This design comes from an exercise in tuning for small area and a short achievable clock period on the open sky130 flow, not from production work.
The RTL was checked by simulation tests, not by an equivalence proof against the original design.
Power is estimated from default activity; no workload was simulated.

==> flow/design.v (outline; a module is shown in full before it is edited, if it fits) <==
// module gx_cmac: 130 lines
// module cmac_tree: 1655 lines
// module cmac_acc: 388 lines
// module cmac_narrow: 27 lines
// module cmac_pp: 3 lines
// module cmac_pp0: 3 lines
// module cmac_pps: 3 lines
// module cmac_fa: 4 lines
// module cmac_ha: 4 lines
module gx_cmac (
    input  wire        clk,
    input  wire        rst,          
    input  wire        in_valid,
    input  wire        in_first,     
    input  wire        in_last,      
    input  wire        in_conj,      
    input  wire        in_sat,       
    input  wire [1:0]  in_mode,      
    input  wire [5:0]  in_shift,     
    input  wire [39:0] in_a,         
    input  wire [39:0] in_c,         
    output reg         out_valid,
    output reg  [19:0] out_re,
    output reg  [19:0] out_im,
    output reg         out_ov        
);
  // ...
==> flow/run.sh <==
#!/bin/bash
# synth_recipe.tcl (not shown) runs the flow's synth.tcl, then flattens the netlist and writes it again
# the make line also repeats each setting of config.mk as NAME=value (left out here)
make -C /OpenROAD-flow-scripts/flow DESIGN_CONFIG=/design/flow/config.mk WORK_HOME=/design/flow/orfs CLKGATE_MAP_FILE= SYNTH_SCRIPT=/design/flow/synth_recipe.tcl finish
==> flow/config.mk <==
export PLATFORM = sky130hd
export DESIGN_NAME = gx_cmac
export DESIGN_NICKNAME = gx_cmac
export VERILOG_FILES = /design/flow/design.v
export SDC_FILE = /design/flow/constraint.sdc
export NUM_CORES = 4
export LEC_CHECK = 0
export CAP_MARGIN = 20
export CORE_MARGIN = 2
export CORE_UTILIZATION = 40
export SLEW_MARGIN = 20
export SYNTH_HIERARCHICAL = 1
==> flow/constraint.sdc <==
create_clock -name core_clock -period 11.0 [get_ports {clk}]
set_input_delay 2.2000 -clock core_clock [delete_from_list [all_inputs] [get_ports {clk}]]
set_output_delay 2.2000 -clock core_clock [all_outputs]
set_load 0.01 [all_outputs]
==> summary.md, run 1 <==
| Metric | Value |
|---|---|
| Placed cells | 7325 |
| Setup WS post-layout | 4.58 ns |
| Crit. Startpoint | s1_first |
| P_leak | 23.3 nW |
| Clk root buf | clkbuf_16 |
| Ports | 137 |
| Critical path class | register to register |
| Mapped cell area | 61400 um^2 |
| Cts bufs inserted | 52 |
| Final Net Count | 6460 |
| Multi-input logic area | 50700 um^2 |
| Post-Route WL | 226000 um |
| Run status | timing/DRC/antenna clean |
| Tapcell Cnt | 2030 |
| CTS resizes | 0 |
| Layout cells sized above 1 | 0.255 |
| HPWL after DPL | 148000 um |
| Final setup violation count | 0 |
| FF-to-FF path depth | 19 |
| DRT iter0 DRCs | 5542 |
| Crit Path Max Fanout | 65 |
| Grt met3 use | 0.0633 |
| Clk tree area frac | 0.0264 |
| FF-to-FF End | acc_im[2] |
| Pin count of the biggest net entering global routing | 72 |
| CP required | 11.56 ns |
| Filler Cells Inserted | 14241 |
| DP Area | 65000 um^2 |
| First-pass GRT wire length | 335000 um |
| Clk pwr share | 0.067 |
| CP delay by family, top | compound AO/OA/AOI/OAI gates |
| Non-filler cells, final | 7422 |
| Hold Slack | 0.325 ns |
| Non-Clock Inverter Count | 242 |
| Via count | 47510 |
| Seq power | 3.71 mW |
| Syn nets | 6471 |
| RePlAce Congestion | 0.938 |
| Die Width | 396 um |
| Critical Path Max Stage Delay | 0.67 ns |
| All-Layer GR Usage | 0.285 |
| CTS Hold Bufs | 0 |
| Logic power comb | 21.0 mW |
| Most frequent cells in the layout | fa_1, xnor2_1, a22oi_2 |
==> run 2, diff against run 1 <==
==> flow/flow/run.sh (new file) <==
#!/bin/bash
# Standard ORFS layout, with timing repair aimed at a shorter period than the clock:
# repair_timing keeps working on paths with less than MARGIN ns of slack.
set -euo pipefail
MARGIN=7
bash standard.sh SETUP_SLACK_MARGIN=$MARGIN finish > standard.log 2>&1
==> flow/standard.sh (new file) <==
#!/bin/bash
# synth_recipe.tcl (not shown) runs the flow's synth.tcl, then flattens the netlist and writes it again
# the make line also repeats each setting of config.mk as NAME=value (left out here)
make -C /OpenROAD-flow-scripts/flow DESIGN_CONFIG=/design/flow/config.mk WORK_HOME=/design/flow/orfs CLKGATE_MAP_FILE= SYNTH_SCRIPT=/design/flow/synth_recipe.tcl "${@:-finish}"
removed: flow/run.sh
==> run 2 against run 1 <==
Flip-flop and latch count unchanged. Core utilization up 7.3 points. Global-route usage up 5.8 points. Sequential power about the same. Area after synthesis unchanged. Non-clock buffer count up 460. Via count up 11%. Critical endpoint is now acc_re[3]. Largest cell class unchanged. Largest power group unchanged.
==> summary.md, run 2 <==
| Metric | Value |
|---|---|
| Clk root buf | clkbuf_16 (unchanged) |
| Worst slew margin | 0.282 (was 0.234) |
| Gate power share | 0.818 (was 0.793) |
| Net Sw Frac | 0.496 (was 0.509) |
| Sequential Power Share | 0.122 (was 0.140) |
| DR pass1 iterations | 8 (was 6) |
| Site Rows | 143 (unchanged) |
| Syn nets | 6471 (unchanged) |
| H-tree depth | 2 (unchanged) |
| Final period util | 0.439 (was 0.583) |
| RePlAce Congestion | 0.940 (was 0.938) |
| Reg clk slew, reported paths | 0.06 ns (about the same) |
| Skew-Pair Late Insertion Delay | 0.69 ns (about the same) |
| Skew final | 0.0481 ns (was 0.0602 ns) |
| Layout cells sized above 1 | 0.431 (was 0.255) |
| Grt met3 use | 0.115 (was 0.0633) |
| Worst-margin pin slew | 1.07 ns (was 1.15 ns) |
| Cts bufs inserted | 51 (was 52) |
| Hold Crit Class | register to register (unchanged) |
| Ports | 137 (unchanged) |
| Biggest regs | acc_im (48), acc_re (48) (unchanged) |
| Synth-to-layout area growth | 26.7% (was 8.66%) |
| Vias in the first global route | 54827 (was 50032) |
| Sw Pwr | 15.0 mW (was 13.5 mW) |
| Pin count of the biggest net entering global routing | 85 (was 72) |
| Tmin final | 4.82 ns (was 6.42 ns) |
| FF-to-FF Start | s1_first (unchanged) |
| Starting Density | 0.404 (unchanged) |
| Crit Path Max Fanout | 17 (was 65) |
| Syn avg cell area | 11.5 um^2 (unchanged) |
| Cells after synthesis | 5360 (unchanged) |
| Most frequent cells in the layout | a22oi_2, xnor2_1, fa_1 (was fa_1, xnor2_1, a22oi_2) |
| FF-to-FF setup slack | 6.18 ns (was 4.58 ns) |
| Peak supply drop | 832 uV (was 484 uV) |
| Max cap viols | 0 (unchanged) |
| Crit path to | acc_re[3] (was acc_im[2]) |
| Final setup violation count | 0 (unchanged) |
| Setup crit end kind | register (unchanged) |
| CORE AREA | 152000 um^2 (unchanged) |
| Critical Path Max Stage Delay | 0.48 ns (was 0.67 ns) |
| TritonCTS clock tree | done (unchanged) |
| Initial antenna violation count | 15 (was 6) |
| All-Layer GR Usage | 0.342 (was 0.285) |
| CTS sink count | 412 (unchanged) |
| Clk pwr share | 0.060 (was 0.067) |
| Sum of buffers and inverters on the critical path | 2 (unchanged) |
| DRT iter0 DRCs | 6483 (was 5542) |
| Run status | timing/DRC/antenna clean (unchanged) |
| Crit. Startpoint | s1_first (unchanged) |
| WL/cell | 34.8 um (was 30.4 um) |
| Pwr dens | 389 nW/um^2 (was 397 nW/um^2) |
| Setup TNS | 0 ns (unchanged) |
| Via count | 52645 (was 47510) |
| Die Ht | 396 um (unchanged) |
| Routed Antenna Nets | 0 (unchanged) |
| Fmax | 207 MHz (was 156 MHz) |
| P_leak | 27.8 nW (was 23.3 nW) |
| Critical path class | register to register (unchanged) |
| Global routing usage on met2 | 0.511 (was 0.438) |
| CP required | 11.60 ns (was 11.56 ns) |
| Die Width | 396 um (unchanged) |
| IO Port Bufs | 136 (unchanged) |
| Final Net Count | 6940 (was 6460) |
| FF-to-FF path depth | 18 (was 19) |
| FF-to-FF End | acc_re[3] (was acc_im[2]) |
| Post-Route WL | 275000 um (was 226000 um) |
| Die area | 157000 um^2 (unchanged) |
| Filler Cells Inserted | 13095 (was 14241) |
| Vias/cell | 6.66 (was 6.40) |
| CP arrival | 5.42 ns (was 6.97 ns) |
| Hold Slack | 0.323 ns (was 0.325 ns) |
| GRT met1 Usage | 0.421 (was 0.385) |
| WP depth | 18 (was 19) |
| Crit path cell chain | buf_12 -> nor2b_2 -> fa_1 -> ha_1 -> and4_2 -> a221o_1 -> a21oi_2 -> and3_4 -> o21ai_4 -> a221oi_2 -> fa_2 -> xnor2_2 -> nand2_2 -> or3_4 -> a21oi_4 -> bufbuf_16 -> nor2_4 -> o21ai_1 (was buf_4 -> nor2b_1 -> fa_1 -> ha_1 -> a21oi_1 -> o21ai_0 -> a221o_1 -> a21oi_1 -> and3_1 -> o21ai_0 -> a221oi_1 -> fa_1 -> xnor2_1 -> nand2_1 -> or3_1 -> o22ai_1 -> nor2_2 -> buf_4 -> a21oi_1) |
| GRT busiest layer | met2 (unchanged) |
| Leading cell type in the layout, fill and taps excluded | a22oi_2 (was fa_1) |
| Startpoint types | register (unchanged) |
| Int Pwr | 15.3 mW (was 13.0 mW) |
| Final Hold Vio Count | 0 (unchanged) |
| Remaining global-route overflow | 0 (unchanged) |
| HPWL after DPL | 151000 um (was 148000 um) |
| Ys Warns | 8 (unchanged) |
| Max Slew Vio Count | 0 (unchanged) |
| Max Root-Sink Buffers | 3 (unchanged) |
| First-pass GRT wire length | 393000 um (was 335000 um) |
| Unrepaired setup endpoints after global routing | true (was false) |
| Crit-path slowest cell | dfxtp_4 (was buf_4) |
| Mapped cell area | 61400 um^2 (unchanged) |
| CP delay by family, top | compound AO/OA/AOI/OAI gates (unchanged) |
| DRC violations left | 0 (unchanged) |
-- run 2: timing repair --
| item | CTS | global route |
|---|---|---|
| hold buffers | 0 | 0 |
| endpoints found under the setup margin | 278 | 240 |
| pin swaps | 283 | 174 |
| resized for setup | 727 | 192 |
| gates cloned | 99 | 6 |
| buffers inserted | 322 | 55 |
-- run 2: per-layer routing --
layer	part of all wire	wire (um)
met5	0.00054	149
met4	0.083	22800
met3	0.13	35000
met2	0.43	117000
met1	0.36	99900
-- run 2: how the worst min path moves through the flow --
stage / start / endpoint / slack [ns] / depth (start not counted)
final: s0_shift[3] / s1_shift[3] / 0.32 / 0
after floorplan: s0_first / s1_first / 0.31 / 0
after CTS: s0_shift[3] / s1_shift[3] / 0.32 / 0
after global routing: s1_shift[5] / s2_shift[5] / 0.33 / 0
after detailed placement: s1_shift[1] / s2_shift[1] / 0.31 / 0
after global placement: s1_shift[3] / s2_shift[3] / 0.31 / 0
-- run 2: area by class of cell --
type,count,area (um^2),area share
Multi-Input combinational cell,4375,54000,0.694
Timing Repair Buffer,742,10100,0.130
Tap cell,2030,2540,0.0326
Sequential cell,412,8480,0.109
Antenna cell,4,10.0,0.000129
Clock buffer,64,1360,0.0174
Clock inverter,31,377,0.00484
Inverter,242,936,0.0120
Timing Repair inverter,5,37.5,0.000482
-- run 2: power by group through the flow --
| stage | Sequential (mW) | Clock, mW | Combinational (mW) |
|---|---|---|---|
| 2_1_floorplan | 3.19 | 0 | 20.6 |
| 3_3_place_gp | 3.66 | 0 | 21.1 |
| 3_5_place_dp | 3.66 | 0 | 21.7 |
| 4_1_cts | 3.62 | 1.84 | 23.5 |
| 5_1_grt | 3.70 | 1.89 | 26.6 |
| 6_report | 3.69 | 1.81 | 24.8 |
-- run 2: stage by stage --
step            util  instances  power, mW  worst slack, ns  instance area [um^2]
2_1_floorplan      -       5360       23.8             5.64                 63500
3_3_place_gp   0.434       7323       24.7             4.90                 66000
3_5_place_dp   0.434       7324       25.3             4.74                 66000
4_1_cts        0.501       7840       28.9             6.33                 76300
5_1_grt        0.511       7901       32.2             6.05                 77900
6_report       0.511       7905       30.3             6.18                 77900
==> module gx_cmac, before the edit <==
module gx_cmac (
    input  wire        clk,
    input  wire        rst,          
    input  wire        in_valid,
    input  wire        in_first,     
    input  wire        in_last,      
    input  wire        in_conj,      
    input  wire        in_sat,       
    input  wire [1:0]  in_mode,      
    input  wire [5:0]  in_shift,     
    input  wire [39:0] in_a,         
    input  wire [39:0] in_c,         
    output reg         out_valid,
    output reg  [19:0] out_re,
    output reg  [19:0] out_im,
    output reg         out_ov        
);
    reg        s0_vlast, s0_first, s0_conj, s0_sat;
    reg [1:0]  s0_mode;
    reg [5:0]  s0_shift;
    reg [19:0] a_re, a_im, c_re, c_im;
    always @(posedge clk) begin
        if (rst)
            s0_vlast <= 1'b0;
        else
            s0_vlast <= in_valid & in_last;
        s0_first <= in_valid & in_first;
        s0_conj  <= in_conj;
        s0_sat   <= in_sat;
        s0_mode  <= in_mode;
        s0_shift <= in_shift;
        a_re     <= in_a[19:0];
        a_im     <= in_a[39:20];
        c_re     <= in_valid ? in_c[19:0]  : 20'd0;
        c_im     <= in_valid ? in_c[39:20] : 20'd0;
    end
    wire [20:0] cre_x = {c_re, 1'b0};
    wire [20:0] cim_x = {c_im, 1'b0};
    wire [9:0]  br_one, br_two, br_neg, bi_one, bi_two, ni_re, ni_im;
    genvar g;
    generate
        for (g = 0; g < 10; g = g + 1) begin : booth
            assign br_one[g] = cre_x[2*g+1] ^ cre_x[2*g];
            assign br_two[g] = (cre_x[2*g+2] & ~cre_x[2*g+1] & ~cre_x[2*g]) |
                               (~cre_x[2*g+2] & cre_x[2*g+1] & cre_x[2*g]);
            assign br_neg[g] = cre_x[2*g+2];
            assign bi_one[g] = cim_x[2*g+1] ^ cim_x[2*g];
            assign bi_two[g] = (cim_x[2*g+2] & ~cim_x[2*g+1] & ~cim_x[2*g]) |
                               (~cim_x[2*g+2] & cim_x[2*g+1] & cim_x[2*g]);
            assign ni_re[g] = cim_x[2*g+2] ^ ~s0_conj;
            assign ni_im[g] = cim_x[2*g+2] ^ s0_conj;
        end
    endgenerate
    wire [48:0] t_re1, t_re2, t_im1, t_im2;
    cmac_tree u_tree_re (.m0(a_re), .m1(a_im), .p_one(br_one), .p_two(br_two), .p_neg(br_neg),
                         .q_one(bi_one), .q_two(bi_two), .q_neg(ni_re), .r1(t_re1), .r2(t_re2));
    cmac_tree u_tree_im (.m0(a_im), .m1(a_re), .p_one(br_one), .p_two(br_two), .p_neg(br_neg),
                         .q_one(bi_one), .q_two(bi_two), .q_neg(ni_im), .r1(t_im1), .r2(t_im2));
    reg [39:0] cs_re1;
    always @(posedge clk) begin
        cs_re1[39:0] <= t_re1[39:0];
    end
    reg [39:0] cs_re2;
    always @(posedge clk) begin
        cs_re2[39:0] <= t_re2[39:0];
    end
    reg [39:0] cs_im1;
    always @(posedge clk) begin
        cs_im1[39:0] <= t_im1[39:0];
    end
    reg [39:0] cs_im2;
    always @(posedge clk) begin
        cs_im2[39:0] <= t_im2[39:0];
    end
    wire [48:0] r_re1 = {1'b1, 1'b1, 1'b1, 1'b1, 1'b1, 1'b1, 1'b1, 1'b1, 1'b1, cs_re1[39], cs_re1[38], cs_re1[37], cs_re1[36], cs_re1[35], cs_re1[34], cs_re1[33], cs_re1[32], cs_re1[31], cs_re1[30], cs_re1[29], cs_re1[28], cs_re1[27], cs_re1[26], cs_re1[25], cs_re1[24], cs_re1[23], cs_re1[22], cs_re1[21], cs_re1[20], cs_re1[19], cs_re1[18], cs_re1[17], cs_re1[16], cs_re1[15], cs_re1[14], cs_re1[13], cs_re1[12], cs_re1[11], cs_re1[10], cs_re1[9], cs_re1[8], cs_re1[7], cs_re1[6], cs_re1[5], cs_re1[4], cs_re1[3], cs_re1[2], cs_re1[1], cs_re1[0]};
    wire [48:0] r_re2 = {1'b0, 1'b0, 1'b0, 1'b0, 1'b0, 1'b0, 1'b0, 1'b0, 1'b0, cs_re2[39], cs_re2[38], cs_re2[37], cs_re2[36], cs_re2[35], cs_re2[34], cs_re2[33], cs_re2[32], cs_re2[31], cs_re2[30], cs_re2[29], cs_re2[28], cs_re2[27], cs_re2[26], cs_re2[25], cs_re2[24], cs_re2[23], cs_re2[22], cs_re2[21], cs_re2[20], cs_re2[19], cs_re2[18], cs_re2[17], cs_re2[16], cs_re2[15], cs_re2[14], cs_re2[13], cs_re2[12], cs_re2[11], cs_re2[10], cs_re2[9], cs_re2[8], cs_re2[7], cs_re2[6], cs_re2[5], cs_re2[4], cs_re2[3], cs_re2[2], cs_re2[1], cs_re2[0]};
    wire [48:0] r_im1 = {1'b1, 1'b1, 1'b1, 1'b1, 1'b1, 1'b1, 1'b1, 1'b1, 1'b1, cs_im1[39], cs_im1[38], cs_im1[37], cs_im1[36], cs_im1[35], cs_im1[34], cs_im1[33], cs_im1[32], cs_im1[31], cs_im1[30], cs_im1[29], cs_im1[28], cs_im1[27], cs_im1[26], cs_im1[25], cs_im1[24], cs_im1[23], cs_im1[22], cs_im1[21], cs_im1[20], cs_im1[19], cs_im1[18], cs_im1[17], cs_im1[16], cs_im1[15], cs_im1[14], cs_im1[13], cs_im1[12], cs_im1[11], cs_im1[10], cs_im1[9], cs_im1[8], cs_im1[7], cs_im1[6], cs_im1[5], cs_im1[4], cs_im1[3], cs_im1[2], cs_im1[1], cs_im1[0]};
    wire [48:0] r_im2 = {1'b0, 1'b0, 1'b0, 1'b0, 1'b0, 1'b0, 1'b0, 1'b0, 1'b0, cs_im2[39], cs_im2[38], cs_im2[37], cs_im2[36], cs_im2[35], cs_im2[34], cs_im2[33], cs_im2[32], cs_im2[31], cs_im2[30], cs_im2[29], cs_im2[28], cs_im2[27], cs_im2[26], cs_im2[25], cs_im2[24], cs_im2[23], cs_im2[22], cs_im2[21], cs_im2[20], cs_im2[19], cs_im2[18], cs_im2[17], cs_im2[16], cs_im2[15], cs_im2[14], cs_im2[13], cs_im2[12], cs_im2[11], cs_im2[10], cs_im2[9], cs_im2[8], cs_im2[7], cs_im2[6], cs_im2[5], cs_im2[4], cs_im2[3], cs_im2[2], cs_im2[1], cs_im2[0]};
    reg        s1_vlast, s1_first, s1_sat;
    reg [1:0]  s1_mode;
    reg [5:0]  s1_shift;
    always @(posedge clk) begin
        if (rst)
            s1_vlast <= 1'b0;
        else
            s1_vlast <= s0_vlast;
        s1_first <= s0_first;
        s1_sat   <= s0_sat;
        s1_mode  <= s0_mode;
        s1_shift <= s0_shift;
    end
    reg  [47:0] acc_re, acc_im;
    reg         acc_ov;
    wire [48:0] sum_re, sum_im;      
    cmac_acc u_acc_re (.acc(acc_re), .first(s1_first), .r1(r_re1), .r2(r_re2), .sat(s1_sat), .sum(sum_re));
    cmac_acc u_acc_im (.acc(acc_im), .first(s1_first), .r1(r_im1), .r2(r_im2), .sat(s1_sat), .sum(sum_im));
    reg        s2_vlast, s2_sat;
    reg [1:0]  s2_mode;
    reg [5:0]  s2_shift;
    always @(posedge clk) begin
        if (rst)
            s2_vlast <= 1'b0;
        else
            s2_vlast <= s1_vlast;
        acc_re   <= sum_re[47:0];
        acc_im   <= sum_im[47:0];
        acc_ov   <= (s1_first ? 1'b0 : acc_ov) | sum_re[48] | sum_im[48];
        s2_sat   <= s1_sat;
        s2_mode  <= s1_mode;
        s2_shift <= s1_shift;
    end
    wire [47:0] th;
    generate
        for (g = 0; g < 48; g = g + 1) begin : therm
            assign th[g] = (s2_shift > g);
        end
    endgenerate
    wire [20:0] n_re, n_im;          
    cmac_narrow u_nar_re (.x(acc_re), .s(s2_shift), .th(th), .mode(s2_mode), .sat(s2_sat), .n(n_re));
    cmac_narrow u_nar_im (.x(acc_im), .s(s2_shift), .th(th), .mode(s2_mode), .sat(s2_sat), .n(n_im));
    always @(posedge clk) begin
        if (rst)
            out_valid <= 1'b0;
        else
            out_valid <= s2_vlast;
        out_re <= n_re[19:0];
        out_im <= n_im[19:0];
        out_ov <= acc_ov | n_re[20] | n_im[20];
    end
endmodule
==> module cmac_narrow, before the edit <==
module cmac_narrow (
    input  wire [47:0] x,
    input  wire [5:0]  s,
    input  wire [47:0] th,
    input  wire [1:0]  mode,
    input  wire        sat,
    output wire [20:0] n
);
    wire [48:0] sh = $signed({x, 1'b0}) >>> s;
    wire [19:0] q  = sh[20:1];
    wire        rb = sh[0];
    wire        st = |(x[45:0] & th[46:1]);
    wire        fits = ~|((x[46:19] ^ {28{x[47]}}) & ~th[27:0]);
    reg         up;
    always @(*) begin
        case (mode)
            2'd0:    up = 1'b0;
            2'd1:    up = rb;
            2'd2:    up = rb & (st | q[0]);
            default: up = x[47] & (rb | st);
        endcase
    end
    wire [19:0] y  = q + {19'd0, up};
    wire        ov = ~fits | (up & ~q[19] & (&q[18:0]));
    assign n[20]   = ov;
    assign n[19:0] = (ov & sat) ? {x[47], {19{~x[47]}}} : y;
endmodule
==> run 3, diff against run 2 <==
--- a/flow/design.v
+++ b/flow/design.v
@@ -15,42 +15,46 @@
     output reg  [19:0] out_im,
     output reg         out_ov        
 );
-    reg        s0_vlast, s0_first, s0_conj, s0_sat;
+    wire [19:0] cr_v = in_valid ? in_c[19:0]  : 20'd0;
+    wire [19:0] ci_v = in_valid ? in_c[39:20] : 20'd0;
+    wire [20:0] cre_x = {cr_v, 1'b0};
+    wire [20:0] cim_x = {ci_v, 1'b0};
+    wire [9:0]  e_br_one, e_br_two, e_bi_one, e_bi_two;
+    genvar g;
+    generate
+        for (g = 0; g < 10; g = g + 1) begin : booth
+            assign e_br_one[g] = cre_x[2*g+1] ^ cre_x[2*g];
+            assign e_br_two[g] = (cre_x[2*g+2] & ~cre_x[2*g+1] & ~cre_x[2*g]) |
+                                 (~cre_x[2*g+2] & cre_x[2*g+1] & cre_x[2*g]);
+            assign e_bi_one[g] = cim_x[2*g+1] ^ cim_x[2*g];
+            assign e_bi_two[g] = (cim_x[2*g+2] & ~cim_x[2*g+1] & ~cim_x[2*g]) |
+                                 (~cim_x[2*g+2] & cim_x[2*g+1] & cim_x[2*g]);
+        end
+    endgenerate
+    reg        s0_vlast, s0_first, s0_sat;
     reg [1:0]  s0_mode;
     reg [5:0]  s0_shift;
-    reg [19:0] a_re, a_im, c_re, c_im;
+    reg [19:0] a_re, a_im;
+    reg [9:0]  br_one, br_two, br_neg, bi_one, bi_two, ni_re, ni_im;
     always @(posedge clk) begin
         if (rst)
             s0_vlast <= 1'b0;
         else
             s0_vlast <= in_valid & in_last;
         s0_first <= in_valid & in_first;
-        s0_conj  <= in_conj;
         s0_sat   <= in_sat;
         s0_mode  <= in_mode;
         s0_shift <= in_shift;
         a_re     <= in_a[19:0];
         a_im     <= in_a[39:20];
-        c_re     <= in_valid ? in_c[19:0]  : 20'd0;
-        c_im     <= in_valid ? in_c[39:20] : 20'd0;
+        br_one   <= e_br_one;
+        br_two   <= e_br_two;
+        br_neg   <= {cr_v[19], cr_v[17], cr_v[15], cr_v[13], cr_v[11], cr_v[9], cr_v[7], cr_v[5], cr_v[3], cr_v[1]};
+        bi_one   <= e_bi_one;
+        bi_two   <= e_bi_two;
+        ni_re    <= {ci_v[19], ci_v[17], ci_v[15], ci_v[13], ci_v[11], ci_v[9], ci_v[7], ci_v[5], ci_v[3], ci_v[1]} ^ {10{~in_conj}};
+        ni_im    <= {ci_v[19], ci_v[17], ci_v[15], ci_v[13], ci_v[11], ci_v[9], ci_v[7], ci_v[5], ci_v[3], ci_v[1]} ^ {10{in_conj}};
     end
-    wire [20:0] cre_x = {c_re, 1'b0};
-    wire [20:0] cim_x = {c_im, 1'b0};
-    wire [9:0]  br_one, br_two, br_neg, bi_one, bi_two, ni_re, ni_im;
-    genvar g;
-    generate
-        for (g = 0; g < 10; g = g + 1) begin : booth
-            assign br_one[g] = cre_x[2*g+1] ^ cre_x[2*g];
-            assign br_two[g] = (cre_x[2*g+2] & ~cre_x[2*g+1] & ~cre_x[2*g]) |
-                               (~cre_x[2*g+2] & cre_x[2*g+1] & cre_x[2*g]);
-            assign br_neg[g] = cre_x[2*g+2];
-            assign bi_one[g] = cim_x[2*g+1] ^ cim_x[2*g];
-            assign bi_two[g] = (cim_x[2*g+2] & ~cim_x[2*g+1] & ~cim_x[2*g]) |
-                               (~cim_x[2*g+2] & cim_x[2*g+1] & cim_x[2*g]);
-            assign ni_re[g] = cim_x[2*g+2] ^ ~s0_conj;
-            assign ni_im[g] = cim_x[2*g+2] ^ s0_conj;
-        end
-    endgenerate
     wire [48:0] t_re1, t_re2, t_im1, t_im2;
     cmac_tree u_tree_re (.m0(a_re), .m1(a_im), .p_one(br_one), .p_two(br_two), .p_neg(br_neg),
                          .q_one(bi_one), .q_two(bi_two), .q_neg(ni_re), .r1(t_re1), .r2(t_re2));
@@ -2179,7 +2183,194 @@
     input  wire        sat,
     output wire [20:0] n
 );
-    wire [48:0] sh = $signed({x, 1'b0}) >>> s;
+    wire [48:0] v = {x, 1'b0};
+    wire [48:0] l32;
+    assign l32[0] = s[5] ? v[32] : v[0];
+    assign l32[1] = s[5] ? v[33] : v[1];
+    assign l32[2] = s[5] ? v[34] : v[2];
+    assign l32[3] = s[5] ? v[35] : v[3];
+    assign l32[4] = s[5] ? v[36] : v[4];
+    assign l32[5] = s[5] ? v[37] : v[5];
+    assign l32[6] = s[5] ? v[38] : v[6];
+    assign l32[7] = s[5] ? v[39] : v[7];
+    assign l32[8] = s[5] ? v[40] : v[8];
+    assign l32[9] = s[5] ? v[41] : v[9];
+    assign l32[10] = s[5] ? v[42] : v[10];
+    assign l32[11] = s[5] ? v[43] : v[11];
+    assign l32[12] = s[5] ? v[44] : v[12];
+    assign l32[13] = s[5] ? v[45] : v[13];
+    assign l32[14] = s[5] ? v[46] : v[14];
+    assign l32[15] = s[5] ? v[47] : v[15];
+    assign l32[16] = s[5] ? v[48] : v[16];
+    assign l32[17] = s[5] ? x[47] : v[17];
+    assign l32[18] = s[5] ? x[47] : v[18];
+    assign l32[19] = s[5] ? x[47] : v[19];
+    assign l32[20] = s[5] ? x[47] : v[20];
+    assign l32[21] = s[5] ? x[47] : v[21];
+    assign l32[22] = s[5] ? x[47] : v[22];
+    assign l32[23] = s[5] ? x[47] : v[23];
+    assign l32[24] = s[5] ? x[47] : v[24];
+    assign l32[25] = s[5] ? x[47] : v[25];
+    assign l32[26] = s[5] ? x[47] : v[26];
+    assign l32[27] = s[5] ? x[47] : v[27];
+    assign l32[28] = s[5] ? x[47] : v[28];
+    assign l32[29] = s[5] ? x[47] : v[29];
+    assign l32[30] = s[5] ? x[47] : v[30];
+    assign l32[31] = s[5] ? x[47] : v[31];
+    assign l32[32] = s[5] ? x[47] : v[32];
+    assign l32[33] = s[5] ? x[47] : v[33];
+    assign l32[34] = s[5] ? x[47] : v[34];
+    assign l32[35] = s[5] ? x[47] : v[35];
+    assign l32[36] = s[5] ? x[47] : v[36];
+    assign l32[37] = s[5] ? x[47] : v[37];
+    assign l32[38] = s[5] ? x[47] : v[38];
+    assign l32[39] = s[5] ? x[47] : v[39];
+    assign l32[40] = s[5] ? x[47] : v[40];
+    assign l32[41] = s[5] ? x[47] : v[41];
+    assign l32[42] = s[5] ? x[47] : v[42];
+    assign l32[43] = s[5] ? x[47] : v[43];
+    assign l32[44] = s[5] ? x[47] : v[44];
+    assign l32[45] = s[5] ? x[47] : v[45];
+    assign l32[46] = s[5] ? x[47] : v[46];
+    assign l32[47] = s[5] ? x[47] : v[47];
+    assign l32[48] = s[5] ? x[47] : v[48];
+    wire [35:0] l16;
+    assign l16[0] = s[4] ? l32[16] : l32[0];
+    assign l16[1] = s[4] ? l32[17] : l32[1];
+    assign l16[2] = s[4] ? l32[18] : l32[2];
+    assign l16[3] = s[4] ? l32[19] : l32[3];
+    assign l16[4] = s[4] ? l32[20] : l32[4];
+    assign l16[5] = s[4] ? l32[21] : l32[5];
+    assign l16[6] = s[4] ? l32[22] : l32[6];
+    assign l16[7] = s[4] ? l32[23] : l32[7];
+    assign l16[8] = s[4] ? l32[24] : l32[8];
+    assign l16[9] = s[4] ? l32[25] : l32[9];
+    assign l16[10] = s[4] ? l32[26] : l32[10];
+    assign l16[11] = s[4] ? l32[27] : l32[11];
+    assign l16[12] = s[4] ? l32[28] : l32[12];
+    assign l16[13] = s[4] ? l32[29] : l32[13];
+    assign l16[14] = s[4] ? l32[30] : l32[14];
+    assign l16[15] = s[4] ? l32[31] : l32[15];
+    assign l16[16] = s[4] ? l32[32] : l32[16];
+    assign l16[17] = s[4] ? l32[33] : l32[17];
+    assign l16[18] = s[4] ? l32[34] : l32[18];
+    assign l16[19] = s[4] ? l32[35] : l32[19];
+    assign l16[20] = s[4] ? l32[36] : l32[20];
+    assign l16[21] = s[4] ? l32[37] : l32[21];
+    assign l16[22] = s[4] ? l32[38] : l32[22];
+    assign l16[23] = s[4] ? l32[39] : l32[23];
+    assign l16[24] = s[4] ? l32[40] : l32[24];
+    assign l16[25] = s[4] ? l32[41] : l32[25];
+    assign l16[26] = s[4] ? l32[42] : l32[26];
+    assign l16[27] = s[4] ? l32[43] : l32[27];
+    assign l16[28] = s[4] ? l32[44] : l32[28];
+    assign l16[29] = s[4] ? l32[45] : l32[29];
+    assign l16[30] = s[4] ? l32[46] : l32[30];
+    assign l16[31] = s[4] ? l32[47] : l32[31];
+    assign l16[32] = s[4] ? l32[48] : l32[32];
+    assign l16[33] = s[4] ? x[47] : l32[33];
+    assign l16[34] = s[4] ? x[47] : l32[34];
+    assign l16[35] = s[4] ? x[47] : l32[35];
+    wire [27:0] l8;
+    assign l8[0] = s[3] ? l16[8] : l16[0];
+    assign l8[1] = s[3] ? l16[9] : l16[1];
+    assign l8[2] = s[3] ? l16[10] : l16[2];
+    assign l8[3] = s[3] ? l16[11] : l16[3];
+    assign l8[4] = s[3] ? l16[12] : l16[4];
+    assign l8[5] = s[3] ? l16[13] : l16[5];
+    assign l8[6] = s[3] ? l16[14] : l16[6];
+    assign l8[7] = s[3] ? l16[15] : l16[7];
+    assign l8[8] = s[3] ? l16[16] : l16[8];
+    assign l8[9] = s[3] ? l16[17] : l16[9];
+    assign l8[10] = s[3] ? l16[18] : l16[10];
+    assign l8[11] = s[3] ? l16[19] : l16[11];
+    assign l8[12] = s[3] ? l16[20] : l16[12];
+    assign l8[13] = s[3] ? l16[21] : l16[13];
+    assign l8[14] = s[3] ? l16[22] : l16[14];
+    assign l8[15] = s[3] ? l16[23] : l16[15];
+    assign l8[16] = s[3] ? l16[24] : l16[16];
+    assign l8[17] = s[3] ? l16[25] : l16[17];
+    assign l8[18] = s[3] ? l16[26] : l16[18];
+    assign l8[19] = s[3] ? l16[27] : l16[19];
+    assign l8[20] = s[3] ? l16[28] : l16[20];
+    assign l8[21] = s[3] ? l16[29] : l16[21];
+    assign l8[22] = s[3] ? l16[30] : l16[22];
+    assign l8[23] = s[3] ? l16[31] : l16[23];
+    assign l8[24] = s[3] ? l16[32] : l16[24];
+    assign l8[25] = s[3] ? l16[33] : l16[25];
+    assign l8[26] = s[3] ? l16[34] : l16[26];
+    assign l8[27] = s[3] ? l16[35] : l16[27];
+    wire [23:0] l4;
+    assign l4[0] = s[2] ? l8[4] : l8[0];
+    assign l4[1] = s[2] ? l8[5] : l8[1];
+    assign l4[2] = s[2] ? l8[6] : l8[2];
+    assign l4[3] = s[2] ? l8[7] : l8[3];
+    assign l4[4] = s[2] ? l8[8] : l8[4];
+    assign l4[5] = s[2] ? l8[9] : l8[5];
+    assign l4[6] = s[2] ? l8[10] : l8[6];
+    assign l4[7] = s[2] ? l8[11] : l8[7];
+    assign l4[8] = s[2] ? l8[12] : l8[8];
+    assign l4[9] = s[2] ? l8[13] : l8[9];
+    assign l4[10] = s[2] ? l8[14] : l8[10];
+    assign l4[11] = s[2] ? l8[15] : l8[11];
+    assign l4[12] = s[2] ? l8[16] : l8[12];
+    assign l4[13] = s[2] ? l8[17] : l8[13];
+    assign l4[14] = s[2] ? l8[18] : l8[14];
+    assign l4[15] = s[2] ? l8[19] : l8[15];
+    assign l4[16] = s[2] ? l8[20] : l8[16];
+    assign l4[17] = s[2] ? l8[21] : l8[17];
+    assign l4[18] = s[2] ? l8[22] : l8[18];
+    assign l4[19] = s[2] ? l8[23] : l8[19];
+    assign l4[20] = s[2] ? l8[24] : l8[20];
+    assign l4[21] = s[2] ? l8[25] : l8[21];
+    assign l4[22] = s[2] ? l8[26] : l8[22];
+    assign l4[23] = s[2] ? l8[27] : l8[23];
+    wire [21:0] l2;
+    assign l2[0] = s[1] ? l4[2] : l4[0];
+    assign l2[1] = s[1] ? l4[3] : l4[1];
+    assign l2[2] = s[1] ? l4[4] : l4[2];
+    assign l2[3] = s[1] ? l4[5] : l4[3];
+    assign l2[4] = s[1] ? l4[6] : l4[4];
+    assign l2[5] = s[1] ? l4[7] : l4[5];
+    assign l2[6] = s[1] ? l4[8] : l4[6];
+    assign l2[7] = s[1] ? l4[9] : l4[7];
+    assign l2[8] = s[1] ? l4[10] : l4[8];
+    assign l2[9] = s[1] ? l4[11] : l4[9];
+    assign l2[10] = s[1] ? l4[12] : l4[10];
+    assign l2[11] = s[1] ? l4[13] : l4[11];
+    assign l2[12] = s[1] ? l4[14] : l4[12];
+    assign l2[13] = s[1] ? l4[15] : l4[13];
+    assign l2[14] = s[1] ? l4[16] : l4[14];
+    assign l2[15] = s[1] ? l4[17] : l4[15];
+    assign l2[16] = s[1] ? l4[18] : l4[16];
+    assign l2[17] = s[1] ? l4[19] : l4[17];
+    assign l2[18] = s[1] ? l4[20] : l4[18];
+    assign l2[19] = s[1] ? l4[21] : l4[19];
+    assign l2[20] = s[1] ? l4[22] : l4[20];
+    assign l2[21] = s[1] ? l4[23] : l4[21];
+    wire [20:0] l1;
+    assign l1[0] = s[0] ? l2[1] : l2[0];
+    assign l1[1] = s[0] ? l2[2] : l2[1];
+    assign l1[2] = s[0] ? l2[3] : l2[2];
+    assign l1[3] = s[0] ? l2[4] : l2[3];
+    assign l1[4] = s[0] ? l2[5] : l2[4];
+    assign l1[5] = s[0] ? l2[6] : l2[5];
+    assign l1[6] = s[0] ? l2[7] : l2[6];
+    assign l1[7] = s[0] ? l2[8] : l2[7];
+    assign l1[8] = s[0] ? l2[9] : l2[8];
+    assign l1[9] = s[0] ? l2[10] : l2[9];
+    assign l1[10] = s[0] ? l2[11] : l2[10];
+    assign l1[11] = s[0] ? l2[12] : l2[11];
+    assign l1[12] = s[0] ? l2[13] : l2[12];
+    assign l1[13] = s[0] ? l2[14] : l2[13];
+    assign l1[14] = s[0] ? l2[15] : l2[14];
+    assign l1[15] = s[0] ? l2[16] : l2[15];
+    assign l1[16] = s[0] ? l2[17] : l2[16];
+    assign l1[17] = s[0] ? l2[18] : l2[17];
+    assign l1[18] = s[0] ? l2[19] : l2[18];
+    assign l1[19] = s[0] ? l2[20] : l2[19];
+    assign l1[20] = s[0] ? l2[21] : l2[20];
+    wire [20:0] sh = l1;
     wire [19:0] q  = sh[20:1];
     wire        rb = sh[0];
     wire        st = |(x[45:0] & th[46:1]);
==> flow/run.sh (new file) <==
#!/bin/bash
# synth_recipe.tcl (not shown) runs the flow's synth.tcl, then flattens the netlist and writes it again
# the make line also repeats each setting of config.mk as NAME=value (left out here)
make -C /OpenROAD-flow-scripts/flow DESIGN_CONFIG=/design/flow/config.mk WORK_HOME=/design/flow/orfs CLKGATE_MAP_FILE= SYNTH_SCRIPT=/design/flow/synth_recipe.tcl finish
removed: flow/flow/run.sh
removed: flow/standard.sh
==> run 3 against run 2 <==
Still clean. Worst hold slack improved by 0.0075 ns. Maximum frequency down 16%. Flip-flop and latch count rose by 29. Core utilization decreased by 8.0 points. Synthesized cell count up 3.2%. Die area rose by 0.24%. First-iteration DRC count fell by 8.9%. Clock power hardly changed. Largest power group unchanged. Highest routed layer unchanged.
==> summary.md, run 3 <==
| Metric | Value |
|---|---|
| HPWL after DPL | 146000 um (was 151000 um) |
| Global routing usage on met2 | 0.442 (was 0.511) |
| Register area | 8970 um^2 (was 8480 um^2) |
| Mapped cell area | 61600 um^2 (was 61400 um^2) |
| Worst slew margin | 0.187 (was 0.282) |
| Clk root buf | clkbuf_16 (unchanged) |
| Skew-Pair Late Insertion Delay | 0.69 ns (about the same) |
| Final Net Count | 6632 (was 6940) |
| Most frequent cells in the layout | fa_1, xnor2_1, a22oi_2 (was a22oi_2, xnor2_1, fa_1) |
| Cells after synthesis | 5532 (was 5360) |
| First-pass GRT wire length | 342000 um (was 393000 um) |
| CP arrival | 6.24 ns (was 5.42 ns) |
| Critical path class | register to register (unchanged) |
| Die Ht | 396 um (about the same) |
| Run status | timing/DRC/antenna clean (unchanged) |
| RePlAce Congestion | 0.938 (was 0.940) |
| Setup crit end kind | register (unchanged) |
| Synth-to-layout area growth | 7.41% (was 26.7%) |
| Setup TNS | 0 ns (unchanged) |
| Max Root-Sink Buffers | 3 (unchanged) |
| Crit Path Max Fanout | 64 (was 17) |
| Ys Warns | 8 (unchanged) |
| IO Port Bufs | 136 (unchanged) |
| Reg clk slew, reported paths | 0.06 ns (about the same) |
| Pin count of the biggest net entering global routing | 81 (was 85) |
| TritonCTS clock tree | done (unchanged) |
| Syn avg cell area | 11.1 um^2 (was 11.5 um^2) |
| Sequential Power Share | 0.146 (was 0.122) |
| Pwr dens | 388 nW/um^2 (was 389 nW/um^2) |
| Site Rows | 144 (was 143) |
| Multi-input logic area | 49600 um^2 (was 54000 um^2) |
| Power Total | 25.6 mW (was 30.3 mW) |
| CTS sink count | 441 (was 412) |
| Cts bufs inserted | 52 (was 51) |
| Die area | 157000 um^2 (about the same) |
| Ports | 137 (unchanged) |
| DRC violations left | 0 (unchanged) |
| Startpoint types | register (unchanged) |
| Final setup violation count | 0 (unchanged) |
| DR pass1 iterations | 8 (unchanged) |
| Die Width | 396 um (about the same) |
| DRT iter0 DRCs | 5906 (was 6483) |
| Gate power share | 0.785 (was 0.818) |
| Initial antenna violation count | 8 (was 15) |
| Starting Density | 0.401 (was 0.404) |
| Unrepaired setup endpoints after global routing | false (was true) |
| Worst-margin pin slew | 1.22 ns (was 1.07 ns) |
| Grt met3 use | 0.0735 (was 0.115) |
| Tmin final | 5.76 ns (was 4.82 ns) |
| Placed cells | 7510 (was 7324) |
| Sw Pwr | 13.2 mW (was 15.0 mW) |
| Max cap viols | 0 (unchanged) |
| Biggest regs | acc_im (48), acc_re (48) (unchanged) |
| Net Sw Frac | 0.515 (was 0.496) |
| Via count | 49053 (was 52645) |
| Remaining global-route overflow | 0 (unchanged) |
| H-tree depth | 2 (unchanged) |
| GRT met1 Usage | 0.384 (was 0.421) |
| All-Layer GR Usage | 0.289 (was 0.342) |
| # diodes | 0 (was 4) |
| Clk pwr share | 0.069 (was 0.060) |
| Vias in the first global route | 51235 (was 54827) |
| P_leak | 23.1 nW (was 27.8 nW) |
| Filler Cells Inserted | 14595 (was 13095) |
| Vias/cell | 6.45 (was 6.66) |
| Final Hold Vio Count | 0 (unchanged) |
| Syn nets | 6643 (was 6471) |
| Postcts setup bufs | 0 (was 322) |
| Final period util | 0.524 (was 0.439) |
| CP required | 11.48 ns (was 11.60 ns) |
| Fmax | 174 MHz (was 207 MHz) |
| Non-filler cells, final | 7605 (was 7905) |
| WL/cell | 30.5 um (was 34.8 um) |
| Layout cells sized above 1 | 0.232 (was 0.431) |
| CTS Hold Bufs | 0 (unchanged) |
| Core Util, Final | 0.431 (was 0.511) |
| Int Pwr | 12.4 mW (was 15.3 mW) |
| CTS resizes | 0 (was 727) |
| Routed Antenna Nets | 0 (unchanged) |
| Skew final | 0.0524 ns (was 0.0481 ns) |
| Hold Crit Class | register to register (unchanged) |
| Leading cell type in the layout, fill and taps excluded | fa_1 (was a22oi_2) |
| Post-Route WL | 232000 um (was 275000 um) |
| Peak supply drop | 652 uV (was 832 uV) |
| GRT busiest layer | met2 (unchanged) |
| CORE AREA | 154000 um^2 (was 152000 um^2) |
| Max Slew Vio Count | 0 (unchanged) |
-- run 3: cell type report --
cell class,instances,area share
multi-input cells,4498,0.749
flip-flops and latches,441,0.136
well taps,2044,0.0387
repair buffers,268,0.0356
clock buffers,68,0.0220
inverters,260,0.0148
clock inverters,26,0.00420
-- run 3: per-stage QoR --
| stage | area (um^2) | worst slack (ns) | hold WS (ns) |
|---|---|---|---|
| 5_1_grt | 66200 | 4.84 | 0.334 |
| 2_1_floorplan | 61600 | 5.76 | 0.310 |
| 3_3_place_gp | 64400 | 4.97 | 0.313 |
| 3_5_place_dp | 64400 | 5.28 | 0.312 |
| 6_report | 66200 | 5.24 | 0.331 |
| 4_1_cts | 66100 | 5.27 | 0.332 |
-- run 3: path summary, 6_finish.rpt --
path,from,depth (start not counted),endpoint,slack (ns)
worst min-delay path,s0_mode[1],0,s1_mode[1],0.33
worst min register to register,s0_mode[1],0,s1_mode[1],0.33
worst max-delay path,s1_first,17,acc_re[31],5.24
worst max register to register,s1_first,17,acc_re[31],5.24
-- run 3: per-layer routing --
| layer | up-vias | part of all wire |
|---|---|---|
| met5 | - | 0.00016 |
| met4 | 6 | 0.051 |
| met3 | 857 | 0.11 |
| met2 | 3461 | 0.43 |
| met1 | 24981 | 0.40 |
| li1 | 19748 | - |
-- run 3: power by group through the flow --
stage	logic, mW	clock network, mW	registers, mW
6_report	20.1	1.78	3.74
5_1_grt	21.8	1.87	3.75
4_1_cts	19.5	1.82	3.68
3_5_place_dp	19.5	0	3.72
3_3_place_gp	19.1	0	3.73
2_1_floorplan	16.7	0	3.40
-- run 3: critical path, stage by stage, from the launching register on --
cell,delay (ns)
dfxtp_4,0.61
buf_4,0.65
nor2b_1,0.13
fa_1,0.46
ha_1,0.36
and4_1,0.23
and3_1,0.17
o211ai_1,0.17
a211oi_2,0.28
nor3_2,0.12
or3_1,0.40
nand2_1,0.07
nor2_1,0.05
fa_1,0.44
and2_1,0.19
o21ai_0,0.15
a311o_2,0.84
a21oi_1,0.15

## what the ideal ports hide
How much do the figures lean on ideal ports? The routed layouts below were timed once more, with nothing changed but the port constraints.
Step 1: set_driving_cell puts a clkbuf_16 on clk and a buf_2 on each other input, an assumption about the parent block.
Step 2 adds t to the input delays and takes it off the output delays; t is the mean of the earliest and latest rising clock arrival at the registers after step 1. Input paths then give back, and output paths get back, about the clock's delay inside the block.
a / b / c = ideal / step 1 / step 2; a / b = the first two.
run	shift t [ns]	setup slack, ns	hold slack, ns	clock arrival spread, ns	worst register clock-pin slew, ns
run 1	0.738	4.583 / 4.583 / 4.583	0.325 / 0.325 / 0.325	0.060 / 0.061	0.09 / 0.09
run 2	0.748	6.176 / 6.176 / 6.176	0.323 / 0.323 / 0.323	0.048 / 0.048	0.07 / 0.07
run 3	0.740	5.238 / 5.238 / 5.238	0.331 / 0.331 / 0.331	0.058 / 0.058	0.07 / 0.07
After both steps every run listed still meets setup and hold.
